Source: an optimization exercise on an open RTL-to-GDS flow (aim: small area, a short achievable clock period and few clock cycles per item). Production flows keep margins and buffers that such runs may drop.
The RTL was checked by simulation tests, not by an equivalence proof against the original design.

## cmac_aes128
module cmac_aes128 (
  input  wire         clk,
  input  wire         rst,         
  input  wire         in_valid,
  input  wire         in_key,
  input  wire         in_last,
  input  wire [4:0]   in_len,
  input  wire [127:0] in_data,
  output wire         in_ready,
  output reg          tag_valid,
  output wire [127:0] tag
);
Size: ~520 flip-flops, ~52000 um2 of cells after synthesis.
==> flow/config.mk <==
export PLATFORM = sky130hd
export DESIGN_NAME = cmac_aes128
export DESIGN_NICKNAME = cmac_aes128
export VERILOG_FILES = /design/flow/design.v
export SDC_FILE = /design/flow/constraint.sdc
export NUM_CORES = 4
export LEC_CHECK = 0
export ABC_AREA = 1
export CAP_MARGIN = 20
export CORE_MARGIN = 2
export CORE_UTILIZATION = 50
export SETUP_SLACK_MARGIN = 4
export SLEW_MARGIN = 20
==> flow/constraint.sdc <==
create_clock -name core_clock -period 10.0 [get_ports {clk}]
set_input_delay 2.0000 -clock core_clock [delete_from_list [all_inputs] [get_ports {clk}]]
set_output_delay 2.0000 -clock core_clock [all_outputs]
set_load 0.01 [all_outputs]
standard.sh (not shown) runs the stock make flow with config.mk's settings and CLKGATE_MAP_FILE= SYNTH_SCRIPT=/design/flow/synth_recipe.tcl, a recipe that flattens the netlist after the stock synthesis.
==> flow/flow/run.sh <==
#!/bin/bash
# Layout flow: the standard layout (standard.sh, ORFS from synthesis to
# the final layout) with one change: a copy of ORFS's scripts folder in which
# the ABC script of the synthesis's technology mapping is flow/abc.script, an
# area-oriented mapping (ORFS's own scripts restructure the XOR-rich AES
# logic into much larger NAND networks). Every other step, setting and script
# is the standard flow's. make's output goes to flow.log, and each ORFS step
# writes its own log under orfs/logs/.
set -euo pipefail
cd "$(dirname "$0")/.."
W=$(pwd)
rm -rf "$W/scripts"
cp -r "$FLOW_HOME/scripts" "$W/scripts"
cp "$W/flow/abc.script" "$W/scripts/abc_area.script"
cp "$W/flow/abc.script" "$W/scripts/abc_speed.script"
bash "$W/standard.sh" SCRIPTS_DIR="$W/scripts" finish > "$W/flow.log" 2>&1
==> flow/flow/abc.script <==
&get -n
&st
&dch
&nf -R 1000
&put
topo
stime -c
buffer -c
upsize -c
dnsize -c
The baseline finished clean.
Testbench counts at the start, summed over its fixed seeds: cycles 59,744, messages 960.
Change:
==> flow/flow/abc.script (replaced) <==
&get -n
&st
&dch
&nf
&put
topo
stime -c
buffer -c
upsize -c
dnsize -c
Result: Area after synthesis rose by a little under a tenth. Utilization fell by 6.4 points. Worst setup slack improves by 210 ps. Flip-flop and latch count does not change. Clock skew stays flat. Via count fell slightly. Fmax rose by a few percent. Routed wire length rose slightly. Die area rose by a little under a tenth. Sequential share of layout area rose by 0.27 points.

========
Another version of the RTL of cmac_aes128 (not shown whole).
Size: ~520 flip-flops, roughly 52000 um^2 of cells after synthesis.
export LEC_CHECK = 0
export ABC_AREA = 1
export CAP_MARGIN = 20
export CORE_MARGIN = 2
export CORE_UTILIZATION = 50
export SETUP_SLACK_MARGIN = 4
export SLEW_MARGIN = 20
export TNS_END_PERCENT = 0
create_clock -name core_clock -period 10.0 [get_ports {clk}]
==> flow/flow/run.sh <==
#!/bin/bash
# Layout flow: the standard layout (standard.sh, ORFS from synthesis to
# the final layout) with two changes:
#  - a copy of ORFS's scripts folder in which the ABC script of the
#    synthesis's technology mapping is flow/abc.script, an area-recovering
#    mapping (ORFS's own scripts turn the XOR-rich AES logic into much larger
#    NAND networks);
#  - every input and output port still gets its buffer, but a plain buf_2
#    (BUFFER_PORTS_ARGS) instead of the delay cell buffer_ports picks.
# Every other step, setting and script is the standard flow's. make's output
# goes to flow.log, and each ORFS step writes its own log under orfs/logs/.
set -euo pipefail
cd "$(dirname "$0")/.."
W=$(pwd)
rm -rf "$W/scripts"
cp -r "$FLOW_HOME/scripts" "$W/scripts"
cp "$W/flow/abc.script" "$W/scripts/abc_area.script"
cp "$W/flow/abc.script" "$W/scripts/abc_speed.script"
bash "$W/standard.sh" SCRIPTS_DIR="$W/scripts" \
  "BUFFER_PORTS_ARGS=-buffer_cell sky130_fd_sc_hd__buf_2" finish > "$W/flow.log" 2>&1
==> flow/flow/abc.script <==
&get -n
&st
&dch
&nf -R 1000
&put
topo
stime -c
buffer -c
upsize -c
dnsize -c
The starting point went through all stages and came out clean.
Testbench counts at the start, summed over its fixed seeds: cycles 59,744, messages 960.
Edit:
==> flow/flow/run.sh (replaced) <==
#!/bin/bash
# Layout flow: the standard layout (standard.sh, ORFS from synthesis to
# the final layout) with one change: a copy of ORFS's scripts folder in which
# the ABC script of the synthesis's technology mapping is flow/abc.script, an
# area-oriented mapping (ORFS's own scripts restructure the XOR-rich AES
# logic into much larger NAND networks). Every other step, setting and script
# is the standard flow's. make's output goes to flow.log, and each ORFS step
# writes its own log under orfs/logs/.
set -euo pipefail
cd "$(dirname "$0")/.."
W=$(pwd)
rm -rf "$W/scripts"
cp -r "$FLOW_HOME/scripts" "$W/scripts"
cp "$W/flow/abc.script" "$W/scripts/abc_area.script"
cp "$W/flow/abc.script" "$W/scripts/abc_speed.script"
bash "$W/standard.sh" SCRIPTS_DIR="$W/scripts" finish > "$W/flow.log" 2>&1
- CTS_CLUSTER_DIAMETER: unset -> 100
- CTS_CLUSTER_SIZE: unset -> 50
- TNS_END_PERCENT: 0 -> unset
What happened: The new run produced a clean layout. Clock skew grows by 0.016 ns. Routed wire length grows slightly. Design area grows by a few percent. Via count barely changes.
Edit:
==> flow/flow/run.sh (replaced) <==
#!/bin/bash
# Layout flow: the standard layout (standard.sh, ORFS from synthesis to
# the final layout) with two changes:
#  - a copy of ORFS's scripts folder in which the ABC script of the
#    synthesis's technology mapping is flow/abc.script, an area-recovering
#    mapping (ORFS's own scripts turn the XOR-rich AES logic into much larger
#    NAND networks);
#  - every input and output port still gets its buffer, but a plain buf_2
#    (BUFFER_PORTS_ARGS) instead of the delay cell buffer_ports picks.
# Every other step, setting and script is the standard flow's. make's output
# goes to flow.log, and each ORFS step writes its own log under orfs/logs/.
set -euo pipefail
cd "$(dirname "$0")/.."
W=$(pwd)
rm -rf "$W/scripts"
cp -r "$FLOW_HOME/scripts" "$W/scripts"
cp "$W/flow/abc.script" "$W/scripts/abc_area.script"
cp "$W/flow/abc.script" "$W/scripts/abc_speed.script"
bash "$W/standard.sh" SCRIPTS_DIR="$W/scripts" \
  "BUFFER_PORTS_ARGS=-buffer_cell sky130_fd_sc_hd__buf_2" finish > "$W/flow.log" 2>&1
==> flow/flow/abc.script (replaced) <==
&get -n
&st
&dch
&nf
&put
topo
stime -c
buffer -c
upsize -c
dnsize -c
- CTS_CLUSTER_DIAMETER: 100 -> unset
- CTS_CLUSTER_SIZE: 50 -> unset
- TNS_END_PERCENT: unset -> 0
What happened: Synthesized cell count is lower by about 1.2%. Hold slack degrades by 0.014 ns. Area after synthesis is higher by about 2.2%. Core utilization is lower by 5.3 points. Count of clock-buffer cells in the layout is higher by 56. Setup slack degrades by 0.15 ns. Critical path depth is lower by 8. Via count is higher by about 1.4%.
Edit:
==> flow/flow/abc.script (replaced) <==
&get -n
&st
&dch
&nf -R 1000
&put
topo
stime -c
buffer -c
upsize -c
dnsize -c
- TNS_END_PERCENT: 0 -> unset
The new run finished clean.
Routed wire length went down by 3.8%.
First-iteration DRC count drops by 8.9%.
Maximum frequency climbs by about 2.4%.
Register-to-register slack is better by 0.14 ns.
Final cell count grows by about 3.3%.
Clock skew went down by 0.0045 ns.
Design area went up by 5.6%.

==> what the ideal ports hide <==
Ports are ideal in the flow. The routed layouts listed here were re-timed in OpenROAD. Step 1, drivers: a clkbuf_16 drives clk and a buf_2 each remaining input, both assumed. Step 2 times the ports against the registers' clock, not the clock port: input delays grow and output delays shrink by t, the midpoint of the rising clock arrivals with the driver on. a / b / c = ideal / step 1 / step 2; a / b = the first two.
| run | t, ns | setup slack, ns | hold WS [ns] | worst slew at a driven data input, ns | pins driven straight from the clock port |
|---|---|---|---|---|---|
| the first run of note 1 | 0.724 | 3.844 / 3.844 / 3.544 | 0.470 / 0.470 / 0.470 | 0.10 | 1 |
| the second run of note 1 | 0.708 | 4.055 / 4.055 / 3.716 | 0.457 / 0.457 / 0.457 | 0.18 | 1 |
| the first run of note 2 | 0.714 | 4.010 / 4.010 / 4.010 | 0.465 / 0.465 / 0.465 | 0.12 | 1 |
| the second run of note 2 | 0.693 | 4.117 / 4.117 / 4.083 | 0.479 / 0.479 / 0.479 | 0.11 | 1 |
| the third run of note 2 | 0.718 | 3.970 / 3.970 / 3.970 | 0.466 / 0.466 / 0.466 | 0.12 | 1 |
| the fourth run of note 2 | 0.712 | 4.109 / 4.109 / 4.109 | 0.463 / 0.463 / 0.463 | 0.12 | 1 |
After both steps setup and hold are still met in every run listed. The setup slack of the second run of note 1, which loses most, moves by 0.000 ns with the drivers and by -0.339 ns with both steps.
